Source: an optimization exercise on an open RTL-to-GDS flow (aim: small area, a short achievable clock period and few clock cycles per item). Production flows keep margins and buffers that such runs may drop.
At most, simulation tests tie the RTL to the original design; equivalence was not proved.

Setup of run 3:
Design xr_extend, start of the top module:
module xr_extend (
    input  wire         clk,
    input  wire         rst,       
    input  wire         start,
    input  wire [255:0] xr_in,     
    input  wire [255:0] d_in,      
    output wire         ready,
    output reg          done,
    output wire [255:0] xr_out     
);
export LEC_CHECK = 0
export CAP_MARGIN = 20
export CORE_MARGIN = 2
export CORE_UTILIZATION = 40
export PLACE_DENSITY = 0.6
export SETUP_SLACK_MARGIN = 4.5
export SLEW_MARGIN = 20
create_clock -name core_clock -period 9.0 [get_ports {clk}]
run.sh (not shown) runs the stock make flow with config.mk's settings and CLKGATE_MAP_FILE= SYNTH_SCRIPT=/design/flow/synth_recipe.tcl, a recipe that flattens the netlist after the stock synthesis.
Modified inputs, run 1 compared to run 3
Settings: a deleted SETUP_SLACK_MARGIN that had been 4.5.
## What came out
On count of antenna diodes in the layout: between run 1 and run 3, it ends up lower for run 3.
Run 1 ends up with lower global-route usage than run 3 does.
[run 1 vs run 3] wire length: lower in run 1
Number of antenna violations at the first check in global routing (lower): run 3
Of run 1 and run 3, the run reporting the higher final design instance area without fill was run 3.
Against run 3 as the reference, run 1 delivers a lower length of routed met2 wiring.
Function was not checked in any run of this note: the RTL went through the layout flow alone.

========
xr_extend, a different RTL version from the one above (not shown whole).
Size: about 8900 cells after synthesis, ~770 I/O pins, ~0.071 sq mm of cells after synthesis.
Design xr_extend, start of the top module:
module xr_extend (
    input  wire         clk,
    input  wire         rst,       
    input  wire         start,
    input  wire [255:0] xr_in,     
    input  wire [255:0] d_in,      
    output wire         ready,
    output reg          done,
    output wire [255:0] xr_out     
);
    localparam [255:0] IV  = 256'h7380166F_4914B2B9_172442D7_DA8A0600_A96F30BC_163138AA_E38DEE4D_B0FB0E4E;
    localparam [31:0]  T0  = 32'h79CC4519;
    localparam [31:0]  T16 = 32'h9D8A7A87;    
    reg [6:0]   c;         
    reg         va;        
    reg         vb;        
    reg [255:0] sa;        
    reg [511:0] win;       
    reg [255:0] sb;        
    reg [255:0] ring;      
    reg         ha, hb;    
    reg [31:0]  ta, tb;    
    wire c64 = (c == 7'd64);
    wire c63 = (c == 7'd63);
    assign ready = c64;
    localparam [127:0] PW63 = 128'h000000000000000154A7BE1889208000;
    localparam [127:0] PW62 = 128'h00000000000000005291629220000000;
    localparam [127:0] PW61 = 128'h000000000000000069DB31BAD9200000;
    localparam [127:0] PW60 = 128'h00000000000000001640129860040000;
    localparam [127:0] PW59 = 128'h000000000000000075E5689600A00000;
    localparam [127:0] PW58 = 128'h00000000000000001421120008200000;
    localparam [127:0] PW57 = 128'h0000000000000000251BAD9600000000;
    localparam [127:0] PW56 = 128'h000000000000000049AA020020820000;
    localparam [127:0] PW55 = 128'h00000000000000005C1A634B00000000;
    localparam [127:0] PW54 = 128'h000000000000000041A3229A28A08000;
    localparam [127:0] PW53 = 128'h000000000000000073EF391834100000;
    localparam [127:0] PW52 = 128'h00000000000000002048629A08A00000;
    localparam [127:0] PW51 = 128'h00000000000000003A34700400800000;
    localparam [127:0] PW50 = 128'h00000000000000003E29828E00200000;
    localparam [127:0] PW49 = 128'h00000000000000003691834500000000;
    localparam [127:0] PW48 = 128'h00000000000000000421800A08000000;
    localparam [127:0] PW47 = 128'h00000000000000004702420020020000;
    localparam [127:0] PW46 = 128'h0000000000000000438F661048248000;
    localparam [127:0] PW45 = 128'h00000000000000001893DA9A81800000;
    localparam [127:0] PW44 = 128'h00000000000000001A09041069240000;
  ...
export LEC_CHECK = 0
export CAP_MARGIN = 20
export CORE_MARGIN = 2
export CORE_UTILIZATION = 40
export PLACE_DENSITY = 0.6
export SETUP_SLACK_MARGIN = 3.0
export SLEW_MARGIN = 20
create_clock -name core_clock -period 9.0 [get_ports {clk}]
standard.sh (not shown) runs the stock make flow with config.mk's settings and CLKGATE_MAP_FILE= SYNTH_SCRIPT=/design/flow/synth_recipe.tcl, a recipe that flattens the netlist after the stock synthesis.
==> flow/flow/run.sh <==
#!/bin/bash
# The standard layout (the standard.sh) with three changes:
#  - synthesis maps the logic with the ABC script in flow/abc_speed.script
#    (classic delay-driven `map` on a choice network) instead of ORFS's; the
#    rest of synthesis, and so every register, is the standard one;
#  - ports are buffered with the smallest buffer (buf_1);
#  - clock tree synthesis inserts no dummy loads and builds the tree from
#    clkbuf_4 / clkbuf_8 cells.
set -euo pipefail
here=$PWD
rm -rf "$here/scripts"
cp -r "$FLOW_HOME/scripts" "$here/scripts"
cp "$here/flow/abc_speed.script" "$here/scripts/abc_speed.script"
SCRIPTS_DIR="$here/scripts" bash standard.sh synth > synth.log 2>&1
export BUFFER_PORTS_ARGS="-buffer_cell sky130_fd_sc_hd__buf_1"
export CTS_ARGS="-sink_clustering_enable -repair_clock_nets -dont_use_dummy_load -buf_list {sky130_fd_sc_hd__clkbuf_4 sky130_fd_sc_hd__clkbuf_8}"
bash standard.sh finish > standard.log 2>&1
==> flow/flow/abc_speed.script <==
strash
dch -f
map -D 1000
topo
buffer -p
upsize
dnsize
Testbench counts at the start, summed over its fixed seeds: cycles 12,992, items 192.
==> next run, changes <==
Settings changed: SETUP_SLACK_MARGIN 3.0 to 4.0.
After rerunning: The changed run passed the timing, design-rule and antenna checks. Non-clock buffer count climbs by 333. Die area does not change.
==> next run, changes <==
--- a/flow/flow/run.sh
+++ b/flow/flow/run.sh
@@ -6,5 +6,5 @@
 #  - ports are buffered with the smallest buffer (buf_1);
 #  - clock tree synthesis inserts no dummy loads and builds the tree from
-#    clkbuf_4 / clkbuf_8 cells.
+#    clkbuf_8 cells, clustering up to 12 sinks per leaf buffer.
 set -euo pipefail
 here=$PWD
@@ -14,4 +14,4 @@
 SCRIPTS_DIR="$here/scripts" bash standard.sh synth > synth.log 2>&1
 export BUFFER_PORTS_ARGS="-buffer_cell sky130_fd_sc_hd__buf_1"
-export CTS_ARGS="-sink_clustering_enable -repair_clock_nets -dont_use_dummy_load -buf_list {sky130_fd_sc_hd__clkbuf_4 sky130_fd_sc_hd__clkbuf_8}"
+export CTS_ARGS="-sink_clustering_enable -repair_clock_nets -dont_use_dummy_load -buf_list {sky130_fd_sc_hd__clkbuf_8} -sink_clustering_size 12 -sink_clustering_max_diameter 60"
 bash standard.sh finish > standard.log 2>&1
Settings changed: SETUP_SLACK_MARGIN 4.0 to 4.5, TNS_END_PERCENT from default to 0.
The changed run went through all stages and came out clean. First-iteration DRC count goes up by roughly a tenth. Area after synthesis does not change. Setup slack got worse by 0.21 ns. Hold slack improved by 0.014 ns.
==> next run, changes <==
--- a/flow/flow/run.sh
+++ b/flow/flow/run.sh
@@ -6,5 +6,5 @@
 #  - ports are buffered with the smallest buffer (buf_1);
 #  - clock tree synthesis inserts no dummy loads and builds the tree from
-#    clkbuf_8 cells, clustering up to 12 sinks per leaf buffer.
+#    clkbuf_8 cells, clustering up to 16 sinks per leaf buffer.
 set -euo pipefail
 here=$PWD
@@ -14,4 +14,4 @@
 SCRIPTS_DIR="$here/scripts" bash standard.sh synth > synth.log 2>&1
 export BUFFER_PORTS_ARGS="-buffer_cell sky130_fd_sc_hd__buf_1"
-export CTS_ARGS="-sink_clustering_enable -repair_clock_nets -dont_use_dummy_load -buf_list {sky130_fd_sc_hd__clkbuf_8} -sink_clustering_size 12 -sink_clustering_max_diameter 60"
+export CTS_ARGS="-sink_clustering_enable -repair_clock_nets -dont_use_dummy_load -buf_list {sky130_fd_sc_hd__clkbuf_8} -sink_clustering_size 16 -sink_clustering_max_diameter 60"
 bash standard.sh finish > standard.log 2>&1
Settings changed: SETUP_SLACK_MARGIN 4.5 to 4.0.
Outcome: The new run completed with no timing, DRC or antenna violations. Die area stays the same. Core utilization rises by 0.58 points. First-iteration DRC count falls by 11%. Cell area rises by 1.2%. Critical path depth rises by 1. Setup slack improves by 0.12 ns.
==> next run, changes <==
--- a/flow/flow/run.sh
+++ b/flow/flow/run.sh
@@ -6,5 +6,5 @@
 #  - ports are buffered with the smallest buffer (buf_1);
 #  - clock tree synthesis inserts no dummy loads and builds the tree from
-#    clkbuf_8 cells, clustering up to 16 sinks per leaf buffer.
+#    clkbuf_4 / clkbuf_8 cells.
 set -euo pipefail
 here=$PWD
@@ -14,4 +14,4 @@
 SCRIPTS_DIR="$here/scripts" bash standard.sh synth > synth.log 2>&1
 export BUFFER_PORTS_ARGS="-buffer_cell sky130_fd_sc_hd__buf_1"
-export CTS_ARGS="-sink_clustering_enable -repair_clock_nets -dont_use_dummy_load -buf_list {sky130_fd_sc_hd__clkbuf_8} -sink_clustering_size 16 -sink_clustering_max_diameter 60"
+export CTS_ARGS="-sink_clustering_enable -repair_clock_nets -dont_use_dummy_load -buf_list {sky130_fd_sc_hd__clkbuf_4 sky130_fd_sc_hd__clkbuf_8}"
 bash standard.sh finish > standard.log 2>&1
Settings changed: SETUP_SLACK_MARGIN 4.0 to 2.0, TNS_END_PERCENT 0 to default.
=> Hold slack is better by 0.015 ns. Clock-buffer cell count rose by 95. Design area fell by about 5%.

==> what the ideal ports hide <==
How much do the figures lean on ideal ports? The routed layouts below were timed once more, with nothing changed but the port constraints. Step 1 sets driving cells, clkbuf_16 on the clock port and buf_2 on the other inputs (assumed; they add their load-dependent delay and slew). Step 2 adds t to the input delays and takes it off the output delays; t is the mean of the earliest and latest rising clock arrival at the registers after step 1. Input paths then give back, and output paths get back, about the clock's delay inside the block. a / b / c = no drivers / after step 1 / after step 2; a / b = the first two.
| run | t (ns) | slack for setup (ns) | hold slack, ns | cell pins on the clock port's net |
|---|---|---|---|---|
| run 3 | 0.820 | 3.193 / 3.193 / 3.193 | 0.416 / 0.416 / 0.416 | 1 |
| run 1 | 0.820 | 1.747 / 1.747 / 1.747 | 0.399 / 0.399 / 0.399 | 1 |
| the first run of note 2 | 1.038 | 3.044 / 3.044 / 3.044 | 0.317 / 0.317 / 0.317 | 1 |
| the second run of note 2 | 1.042 | 3.547 / 3.547 / 3.547 | 0.312 / 0.312 / 0.312 | 1 |
| the third run of note 2 | 1.013 | 3.338 / 3.338 / 3.338 | 0.326 / 0.326 / 0.326 | 1 |
| the fourth run of note 2 | 1.015 | 3.456 / 3.456 / 3.456 | 0.299 / 0.299 / 0.299 | 1 |
| the fifth run of note 2 | 1.038 | 2.071 / 2.071 / 2.071 | 0.315 / 0.315 / 0.315 | 1 |
After both steps setup and hold are still met in every run listed.
